Background: an optimization exercise with open tools, aiming at small area and a short achievable clock period. Do not read the settings as production practice. Function was checked by simulation only, so behaviour that the tests miss may differ from the original. No activity file was given, so power comes from the tool's default toggle rates.

==> job 6359: inputs <==
## mce_core
module mce_core (
    input  wire         clk,
    input  wire         rst,             
    input  wire         arm,             
    input  wire         stop,            
    input  wire         issue_en,        
    input  wire [13:0]  start_addr,
    input  wire [39:0]  start_va,
    input  wire [14:0]  cslen,
    input  wire [79:0]  cdm,             
    input  wire [255:0] lreg,            
    input  wire [15:1]  cmap_latch,      
    input  wire         hflag,
    input  wire         lclr,
    input  wire [15:1]  cond_in,
    input  wire         fail_any_in,
    input  wire         fail_all_in,
    output wire [13:0]  cs_addr,
    input  wire [159:0] cs_word,
    output wire [11:0]  vtt_idx,
    input  wire [39:0]  vtt_data,
    output wire         issue_valid,
    output wire [39:0]  issue_va,
    output wire [5:0]   issue_tset,
    output wire [3:0]   issue_lset,
    output wire [2:0]   issue_thr,
    output wire         issue_gate,
    output wire         issue_trig,
    output wire         issue_mark,
    output wire [7:0]   issue_evt,
    output wire [3:0]   issue_pmu,
    output wire [3:0]   issue_dacq,
    output wire         busy,
    output wire         waiting,
    output wire [13:0]  upc,
    output wire [39:0]  va,
    output wire [3:0]   lsp,
    output wire [4:0]   rsp,
    output wire [3:0]   flags,
    output wire [17:0]  latches,         
    output wire [3:0]   stopcause,
    output wire [13:0]  faddr,
    output wire         evt_stopflt,
    output wire         evt_cs_parity,
    output wire         evt_wait_to,
    output wire [31:0]  csparerr,
    output wire [31:0]  waitto,
    input  wire [2:0]   cnt_sel,
    output wire [31:0]  cnt_q
);
export LEC_CHECK = 0
export CAP_MARGIN = 30
export CORE_MARGIN = 2
export CORE_UTILIZATION = 40
export SLEW_MARGIN = 30
export SYNTH_HIERARCHICAL = 1
export TNS_END_PERCENT = 0
create_clock -name core_clock -period 15.0 [get_ports {clk}]
standard.sh (not shown) runs the stock make flow with config.mk's settings and CLKGATE_MAP_FILE= SYNTH_SCRIPT=/design/flow/synth_recipe.tcl, a recipe that flattens the netlist after the stock synthesis.
==> flow/flow/run.sh <==
#!/bin/bash
# Standard layout (the standard.sh) with these changes to how it is made:
#  - synthesis: the standard flow's script, but the top module mce_core, whose logic is
#    not timing-critical, is mapped by ABC for area (synth_own.tcl); the
#    critical submodules keep ORFS's speed mapping;
#  - port buffers use the smallest buffer cell;
#  - timing repair aims for more setup slack than the clock period needs;
#  - clock tree: larger sink clusters, no dummy loads.
# Each tool's full output stays in its own log under orfs/logs/; make's output
# goes to flow_make.log in this folder.
set -euo pipefail
export OWN_FLOW_DIR="$PWD/flow"
export OWN_AREA_MODULES="mce_core"
bash standard.sh \
  "SYNTH_SCRIPT=$PWD/flow/synth_own.tcl" \
  "BUFFER_PORTS_ARGS=-buffer_cell sky130_fd_sc_hd__buf_1" \
  SETUP_SLACK_MARGIN=8 \
  "CTS_ARGS=-sink_clustering_enable -repair_clock_nets -dont_use_dummy_load -sink_clustering_size 24 -sink_clustering_max_diameter 100" \
  finish > flow_make.log 2>&1
Other scripts of this flow, unchanged in this note and not shown: flow/flow/abc_area.script, flow/flow/synth_own.tcl
==> job 6741: changes against job 6359 <==
--- a/flow/design.v
+++ b/flow/design.v
@@ -58,20 +58,17 @@
     reg  [17:1] latch_q;
     reg  [2:0]  stopcause_q;
     reg  [13:0] faddr_q;
     reg         evt_stopflt_q, evt_cs_parity_q, evt_wait_to_q;
     reg  [31:0] csparerr_q, waitto_q;
     reg  [3:0]  lsp_q;
-    reg  [8:0]  lsp_oh_q;
-    reg  [7:0]  t_oh_q;
     reg  [13:0] ls_start [0:7];
     reg  [2:0]  ls_ctr   [0:7];
     reg  [39:0] ls_va    [0:7];
     reg         ls_rst   [0:7];
     reg  [4:0]  rsp_q;
-    reg  [16:0] rsp_oh_q;
     reg  [13:0] rs_addr [0:15];
     reg  [39:0] rs_va   [0:15];
     wire [159:0] w = cs_word;
     wire [13:0] f_nxt   = w[13:0];
     wire [2:0]  f_bmode = w[16:14];
     wire [4:0]  f_wsel  = w[37:33];
@@ -84,15 +81,16 @@
     wire [3:0]  f_flg   = w[100:97];
     wire [17:0] f_imm   = w[121:104];
     wire [255:0] cnt_flat = {cnt_r[7], cnt_r[6], cnt_r[5], cnt_r[4],
                              cnt_r[3], cnt_r[2], cnt_r[1], cnt_r[0]};
     wire        range_bad = cslen[14] ? 1'b0 :
                             (cslen == 15'd0) ? (upc_q != 14'd0) : (upc_q >= cslen[13:0]);
+    wire        par_bad;
+    mce_parity u_parity (.w(w), .bad(par_bad));
     wire        attempt  = busy_q & issue_en;
-    wire        par_bad, issuing;
-    mce_parity u_parity (.w(w), .en(attempt & ~range_bad), .bad(par_bad), .ok(issuing));
+    wire        issuing  = attempt & ~range_bad & ~par_bad;
     wire        first    = ~|wcnt_q;
     wire [17:1] latch_set  = {fail_all_in, fail_any_in, cond_in & cmap_latch};
     wire [17:1] latch_view = latch_q | latch_set;
     wire [31:0] cond;
     assign cond[0]     = 1'b0;
     assign cond[15:1]  = (cmap_latch & latch_view[15:1]) | (~cmap_latch & cond_in);
@@ -121,61 +119,22 @@
     wire        wait_seen = cond[f_wsel] ^ f_wpol;
     wire        timed_out = has_wait & ~wait_seen & (|f_wto) & (wcnt_q == f_wto);
     wire        final_iss = ~has_wait | wait_seen | timed_out;
     assign vtt_idx = f_imm[11:0];
     wire [39:0] word_va, va_after;
     wire [31:0] cnt_lsel;                    
-    wire [7:0]  lsel_oh;                     
     mce_va_add u_va_add (
         .va_q(va_q), .vtt_data(vtt_data), .imm(f_imm), .lsel(f_lsel), .cnt(cnt_flat),
-        .vop(f_vop[2:0]), .cnt_l(cnt_lsel), .lsel_oh(lsel_oh), .word_va(word_va), .va_after(va_after));
-    wire        lsp_empty = lsp_oh_q[0];
-    wire        lsp_full  = lsp_oh_q[8];
-    wire        rsp_empty = rsp_oh_q[0];
-    wire        rsp_full  = rsp_oh_q[16];
-    wire [15:0] rtop_oh = rsp_oh_q[16:1];
-    wire [7:0]  ltop_oh = lsp_oh_q[8:1];
-    wire [7:0]  lsec_oh = {1'b0, lsp_oh_q[8:2]};     
-    wire [7:0]  sel_oh;
-    reg  [13:0] rs_addr_top, ls_start_top;
-    reg  [39:0] rs_va_top, ls_va_top;
-    reg  [2:0]  t_sec;
-    reg         ls_rst_top;
-    integer r;
-    always @(*) begin
-        rs_addr_top = 14'd0;
-        rs_va_top   = 40'd0;
-        for (r = 0; r < 16; r = r + 1) begin
-            rs_addr_top = rs_addr_top | ({14{rtop_oh[r]}} & rs_addr[r]);
-            rs_va_top   = rs_va_top   | ({40{rtop_oh[r]}} & rs_va[r]);
-        end
-        ls_start_top = 14'd0;
-        ls_va_top    = 40'd0;
-        t_sec        = 3'd0;
-        ls_rst_top   = 1'b0;
-        for (r = 0; r < 8; r = r + 1) begin
-            ls_start_top = ls_start_top | ({14{ltop_oh[r]}} & ls_start[r]);
-            ls_va_top    = ls_va_top    | ({40{ltop_oh[r]}} & ls_va[r]);
-            t_sec        = t_sec        | ({3{lsec_oh[r]}}  & ls_ctr[r]);
-            ls_rst_top   = ls_rst_top   | (ltop_oh[r] & ls_rst[r]);
-        end
-    end
-    wire [7:0]  t_sec_oh;
-    mce_dec3 u_tsec_dec (.sel(t_sec), .en(1'b1), .oh(t_sec_oh));
-    mce_dec3 u_sel_dec (.sel(cnt_sel), .en(1'b1), .oh(sel_oh));
-    reg  [31:0] lreg_lsel, cnt_top;
-    always @(*) begin
-        lreg_lsel = 32'd0;
-        cnt_top   = 32'd0;
-        for (r = 0; r < 8; r = r + 1) begin
-            lreg_lsel = lreg_lsel | ({32{lsel_oh[r]}} & lreg[32*r +: 32]);
-            cnt_top   = cnt_top   | ({32{t_oh_q[r]}}  & cnt_r[r]);
-        end
-    end
-    wire [31:0] cnt_out;
-    mce_cmux u_cnt_out (.oh(sel_oh), .cnt(cnt_flat), .q(cnt_out));
+        .vop(f_vop[2:0]), .cnt_l(cnt_lsel), .word_va(word_va), .va_after(va_after));
+    wire        lsp_empty = (lsp_q == 4'd0);
+    wire        lsp_full  = lsp_q[3];
+    wire        rsp_empty = (rsp_q == 5'd0);
+    wire        rsp_full  = rsp_q[4];
+    wire [2:0]  ltop  = lsp_q[2:0] - 3'd1;
+    wire [3:0]  rtop  = rsp_q[3:0] - 4'd1;
+    wire [2:0]  t_ctr = ls_ctr[ltop];
     wire        bm_multi = (f_bmode >= 3'd1) & (f_bmode <= 3'd4);
     wire        bm_ret   = (f_bmode == 3'd5);
     wire        bm_call  = (f_bmode == 3'd6);
     wire        bm_loop  = (f_bmode == 3'd7);
     wire        lop_wr, lop_begin, lop_brk, same, tc_one, tc_zero;
     wire [31:0] val_a, val_b;
@@ -184,14 +143,14 @@
     wire        cn_op_dec  = (f_lop == 4'd7);
     wire        cn_op_inc  = (f_lop == 4'd8);
     assign lop_begin = (f_lop >= 4'd1) & (f_lop <= 4'd4);
     assign lop_brk   = (f_lop == 4'd9);
     assign lop_wr    = cn_op_imm | cn_op_lreg | cn_op_dec | cn_op_inc;
     wire [31:0] cn_c_l    = cnt_lsel;
-    wire [31:0] cn_lreg_l = lreg_lsel;
-    wire [31:0] cn_c_t    = cnt_top;
+    wire [31:0] cn_lreg_l = lreg[32*f_lsel +: 32];
+    wire [31:0] cn_c_t    = cnt_flat[32*t_ctr +: 32];
     wire        cn_cl_z   = (cn_c_l == 32'd0);
     wire        cn_cl_1   = (cn_c_l == 32'd1);
     wire        cn_cl_2   = (cn_c_l == 32'd2);
     wire        cn_cl_m   = &cn_c_l;
     wire [31:0] cn_src    = cn_op_imm ? {14'd0, f_imm} : cn_op_lreg ? cn_lreg_l : cn_c_l;
     wire [31:0] cn_s_m1   = cn_src - 32'd1;
@@ -205,13 +164,13 @@
                              cn_op_lreg ? (cn_lreg_l == 32'd1) :
                              cn_op_dec  ? cn_cl_2 :
                              cn_op_inc  & cn_cl_z;
     wire        cn_lv_zero = cn_op_imm  ? (f_imm == 18'd0) :
                              cn_op_lreg ? (cn_lreg_l == 32'd0) :
                              cn_op_dec  & (cn_cl_z | cn_cl_1);
-    assign same    = lop_wr & |(lsel_oh & t_oh_q);
+    assign same    = lop_wr & (f_lsel == t_ctr);
     assign tc_one  = same ? cn_lv_one  : (cn_c_t == 32'd1);
     assign tc_zero = same ? cn_lv_zero : (cn_c_t == 32'd0);
     assign val_a   = (same & bm_loop & ~cn_lv_one & ~cn_lv_zero) ? cn_lop_m1 : cn_lop_val;
     assign val_b   = cn_c_t - 32'd1;
     wire        lfault = (lop_begin & lsp_full) | (lop_brk & lsp_empty) | (bm_loop & lsp_empty);
     wire        rfault = (bm_ret & rsp_empty) | (bm_call & rsp_full);
@@ -226,18 +185,18 @@
     wire [4:0]  code3 = cdm[5*w[32:29] +: 5];
     wire [3:0]  bbit;
     assign bbit[0] = bm_multi & cond[code0];
     assign bbit[1] = bm_multi & (f_bmode >= 3'd2) & cond[code1];
     assign bbit[2] = bm_multi & (f_bmode >= 3'd3) & cond[code2];
     assign bbit[3] = bm_multi & (f_bmode == 3'd4) & cond[code3];
-    wire [13:0] next_pc = bm_ret    ? rs_addr_top :
-                          loop_back ? ls_start_top :
+    wire [13:0] next_pc = bm_ret    ? rs_addr[rtop] :
+                          loop_back ? ls_start[ltop] :
                                       {f_nxt[13:4], f_nxt[3:0] | bbit};
     wire        va_from_rs = bm_ret & (f_vop[2:0] == 3'd4);
-    wire        va_from_ls = loop_back & ls_rst_top;
-    wire [39:0] va_saved   = va_from_rs ? rs_va_top : ls_va_top;
+    wire        va_from_ls = loop_back & ls_rst[ltop];
+    wire [39:0] va_saved   = va_from_rs ? rs_va[rtop] : ls_va[ltop];
     wire [17:1] consume = (bbit[0] ? latch_of(code0, is_latch) : 17'd0) |
                           (bbit[1] ? latch_of(code1, is_latch) : 17'd0) |
                           (bbit[2] ? latch_of(code2, is_latch) : 17'd0) |
                           (bbit[3] ? latch_of(code3, is_latch) : 17'd0) |
                           ((has_wait & wait_seen) ? latch_of(f_wsel, is_latch) : 17'd0);
     wire arm_idle    = arm & ~busy_q;
@@ -258,27 +217,27 @@
     always @(posedge clk) begin
         for (n = 0; n < 8; n = n + 1) begin
             if (rst | arm_idle)
                 cnt_r[n] <= 32'd0;
             else if (commit & lop_wr & (f_lsel == n))
                 cnt_r[n] <= val_a;
-            else if (commit & loop_dec & ~same & t_oh_q[n])
+            else if (commit & loop_dec & ~same & (t_ctr == n))
                 cnt_r[n] <= val_b;
         end
     end
     always @(posedge clk) begin
         for (n = 0; n < 8; n = n + 1) begin
-            if (lsp_oh_q[n]) begin
+            if (lsp_q == n) begin
                 ls_start[n] <= f_nxt;
                 ls_ctr[n]   <= f_lsel;
                 ls_va[n]    <= va_after;
                 ls_rst[n]   <= f_lop[0];
             end
         end
         for (n = 0; n < 16; n = n + 1) begin
-            if (rsp_oh_q[n]) begin
+            if (rsp_q == n) begin
                 rs_addr[n] <= upc_q + 14'd1;
                 rs_va[n]   <= va_after;
             end
         end
     end
     always @(posedge clk) begin
@@ -295,15 +254,12 @@
             evt_cs_parity_q <= 1'b0;
             evt_wait_to_q <= 1'b0;
             csparerr_q <= 32'd0;
             waitto_q <= 32'd0;
             lsp_q <= 4'd0;
             rsp_q <= 5'd0;
-            lsp_oh_q <= 9'd1;
-            rsp_oh_q <= 17'd1;
-            t_oh_q <= 8'd0;
         end else if (!busy_q) begin
             if (arm) begin
                 busy_q <= 1'b1;
                 upc_q <= start_addr;
                 va_q <= start_va;
                 wcnt_q <= 16'd0;
@@ -313,15 +269,12 @@
                 faddr_q <= 14'd0;
                 evt_stopflt_q <= 1'b0;
                 evt_cs_parity_q <= 1'b0;
                 evt_wait_to_q <= 1'b0;
                 lsp_q <= 4'd0;
                 rsp_q <= 5'd0;
-                lsp_oh_q <= 9'd1;
-                rsp_oh_q <= 17'd1;
-                t_oh_q <= 8'd0;
             end
         end else begin
             if (attempt && !range_bad && par_bad)
                 csparerr_q <= csparerr_q + 32'd1;
             if (issuing) begin
                 va_q <= (commit & (va_from_rs | va_from_ls)) ? va_saved : va_after;
@@ -365,28 +318,16 @@
                     busy_q <= 1'b0;
                     stopcause_q <= lfault ? 3'd5 : 3'd6;
                     faddr_q <= upc_q;
                     evt_stopflt_q <= 1'b1;
                 end else begin
                     upc_q <= next_pc;
-                    if (ls_pop) begin
-                        lsp_q <= lsp_q - 4'd1;
-                        lsp_oh_q <= {1'b0, lsp_oh_q[8:1]};
-                        t_oh_q <= t_sec_oh;
-                    end else if (ls_push) begin
-                        lsp_q <= lsp_q + 4'd1;
-                        lsp_oh_q <= {lsp_oh_q[7:0], 1'b0};
-                        t_oh_q <= lsel_oh;
-                    end
-                    if (bm_ret) begin
-                        rsp_q <= rsp_q - 5'd1;
-                        rsp_oh_q <= {1'b0, rsp_oh_q[16:1]};
-                    end else if (bm_call) begin
-                        rsp_q <= rsp_q + 5'd1;
-                        rsp_oh_q <= {rsp_oh_q[15:0], 1'b0};
-                    end
+                    if (ls_pop)       lsp_q <= lsp_q - 4'd1;
+                    else if (ls_push) lsp_q <= lsp_q + 4'd1;
+                    if (bm_ret)       rsp_q <= rsp_q - 5'd1;
+                    else if (bm_call) rsp_q <= rsp_q + 5'd1;
                     if (end_flag) begin
                         busy_q <= 1'b0;
                         stopcause_q <= 3'd1;
                         faddr_q <= upc_q;
                     end
                 end
@@ -417,50 +358,45 @@
     assign faddr         = faddr_q;
     assign evt_stopflt   = evt_stopflt_q;
     assign evt_cs_parity = evt_cs_parity_q;
     assign evt_wait_to   = evt_wait_to_q;
     assign csparerr      = csparerr_q;
     assign waitto        = waitto_q;
-    assign cnt_q         = cnt_out;
+    assign cnt_q         = cnt_r[cnt_sel];
 endmodule
 module mce_parity (
     input  wire [159:0] w,
-    input  wire         en,
-    output wire         bad,
-    output wire         ok              
+    output wire         bad
 );
     wire [7:0] slice_par;
     genvar g;
     generate
         for (g = 0; g < 8; g = g + 1) begin : g_par
             assign slice_par[g] = ^{w[19*g +: 19], w[152 + g]};
         end
     endgenerate
     assign bad = |slice_par;
-    assign ok  = en & ~bad;
 endmodule
 module mce_va_add (
     input  wire [39:0]  va_q,
     input  wire [39:0]  vtt_data,
     input  wire [17:0]  imm,
     input  wire [2:0]   lsel,
     input  wire [255:0] cnt,
     input  wire [2:0]   vop,
     output wire [31:0]  cnt_l,
-    output wire [7:0]   lsel_oh,
     output wire [39:0]  word_va,
     output wire [39:0]  va_after
 );
     wire        is_idx  = vop[2] & vop[1];
     wire        is_rel  = vop[2] & vop[0];
     wire        sel_vtt = vop[1];
     wire        inc     = (vop == 3'd0) | (vop == 3'd2) | is_rel | is_idx;
     wire [7:0]  oh;
     mce_dec u_dec (.sel(lsel), .oh(oh));
     mce_cmux u_cmux (.oh(oh), .cnt(cnt), .q(cnt_l));
-    assign lsel_oh = oh;
     wire [39:0] add_a   = sel_vtt ? vtt_data : va_q;
     wire [39:0] add_b   = ({40{is_idx}} & {8'd0, cnt_l}) | ({40{is_rel}} & {{22{imm[17]}}, imm});
     wire [39:0] pg_p [0:6];
     wire [39:0] pg_g [0:6];
     assign pg_p[0] = add_a ^ add_b;
     assign pg_g[0] = add_a & add_b;
@@ -503,18 +439,6 @@
     always @(*) begin
         q = 32'd0;
         for (i = 0; i < 8; i = i + 1)
             q = q | ({32{oh[i]}} & cnt[32*i +: 32]);
     end
 endmodule
-module mce_dec3 (
-    input  wire [2:0]   sel,
-    input  wire         en,
-    output wire [7:0]   oh
-);
-    genvar i;
-    generate
-        for (i = 0; i < 8; i = i + 1) begin : g_oh
-            assign oh[i] = en & (sel == i);
-        end
-    endgenerate
-endmodule
==> comparison table <==
quantity                                                                                                  job 6359        job 6741
Half-perimeter wire length after placement                                                                281.0 mm        315.5 mm
Area delta synth->final                                                                                     16.09%          17.18%
Number of different library cells in the post-synthesis netlist                                                113             105
Placeable Area                                                                                          217000 µm²      216700 µm²
Reg-to-reg startpoint                                                                                     upc_q[0]        lsp_q[0]
Fraction of power spent switching nets                                                                      0.2834          0.3536
Wl on met1                                                                                                162.4 mm        173.8 mm
Sequential fraction of total cell area                                                                      0.4882          0.4780
Multi-input logic portion of the cell area                                                                  0.3779          0.3890
Result of the run                                                                                   finished clean  finished clean
Worst slack on hold paths                                                                                0.4707 ns       0.4746 ns
Count of placed standard cells in the final layout, fillers left out                                         11940           12010
Arithmetic-cell share of the synthesized area counting full adders, half adders and majority gates         0.01171         0.01271
First-iteration detailed-routing DRC count                                                                   14570           14800
Layout multi-input combinational cell count                                                                   5733            5771
Post-Synth XOR/XNOR Area                                                                                   0.03683         0.03800
Period utilisation layout                                                                                   0.6428          0.6394
Min-Delay Startpoint                                                                                  waitto_q[31]   evt_stopflt_q
Power density relative to cell area                                                                   99.04 nW/µm²    116.0 nW/µm²
Worst Path Max Fanout                                                                                            8              41
Worst Slack Setup Final                                                                                   5.358 ns        5.409 ns
WL met3                                                                                                   51.98 mm        61.43 mm
Post-layout net count                                                                                         9794            9829
Destination of the worst hold path                                                                    waitto_q[31]   evt_stopflt_q
Depth of the critical timing path with buffers and inverters included                                           16              29

## re-timing with driven ports
In the flow no input, the clock included, has a driving cell. The finished layouts below were timed again as built, in two steps. Step 1 (the two cells are an assumption about what drives the block):
set clk [get_ports {clk}]
set_driving_cell -lib_cell sky130_fd_sc_hd__clkbuf_16 $clk
set_driving_cell -lib_cell sky130_fd_sc_hd__buf_2 [delete_from_list [all_inputs] $clk]
Step 2 moves the port delays by t, midway between the first and last clock arrival at a register: inputs arrive t later, outputs are due t later. That takes back most of the time a late clock gives input paths. a / b / c = no drivers / after step 1 / after step 2; a / b = the first two.
run	shift t [ns]	setup WS [ns]	slew at the worst register clock pin (ns)	worst data-port slew with drivers (ns)
job 6359	0.835	5.358 / 5.279 / 4.622	0.11 / 0.11	0.27
job 6741	0.847	5.409 / 4.990 / 4.990	0.11 / 0.11	0.47
After both steps setup and hold are still met in every run listed. For job 6359, which loses most, drivers alone change the setup slack by -0.079 ns; drivers and shift together by -0.736 ns.
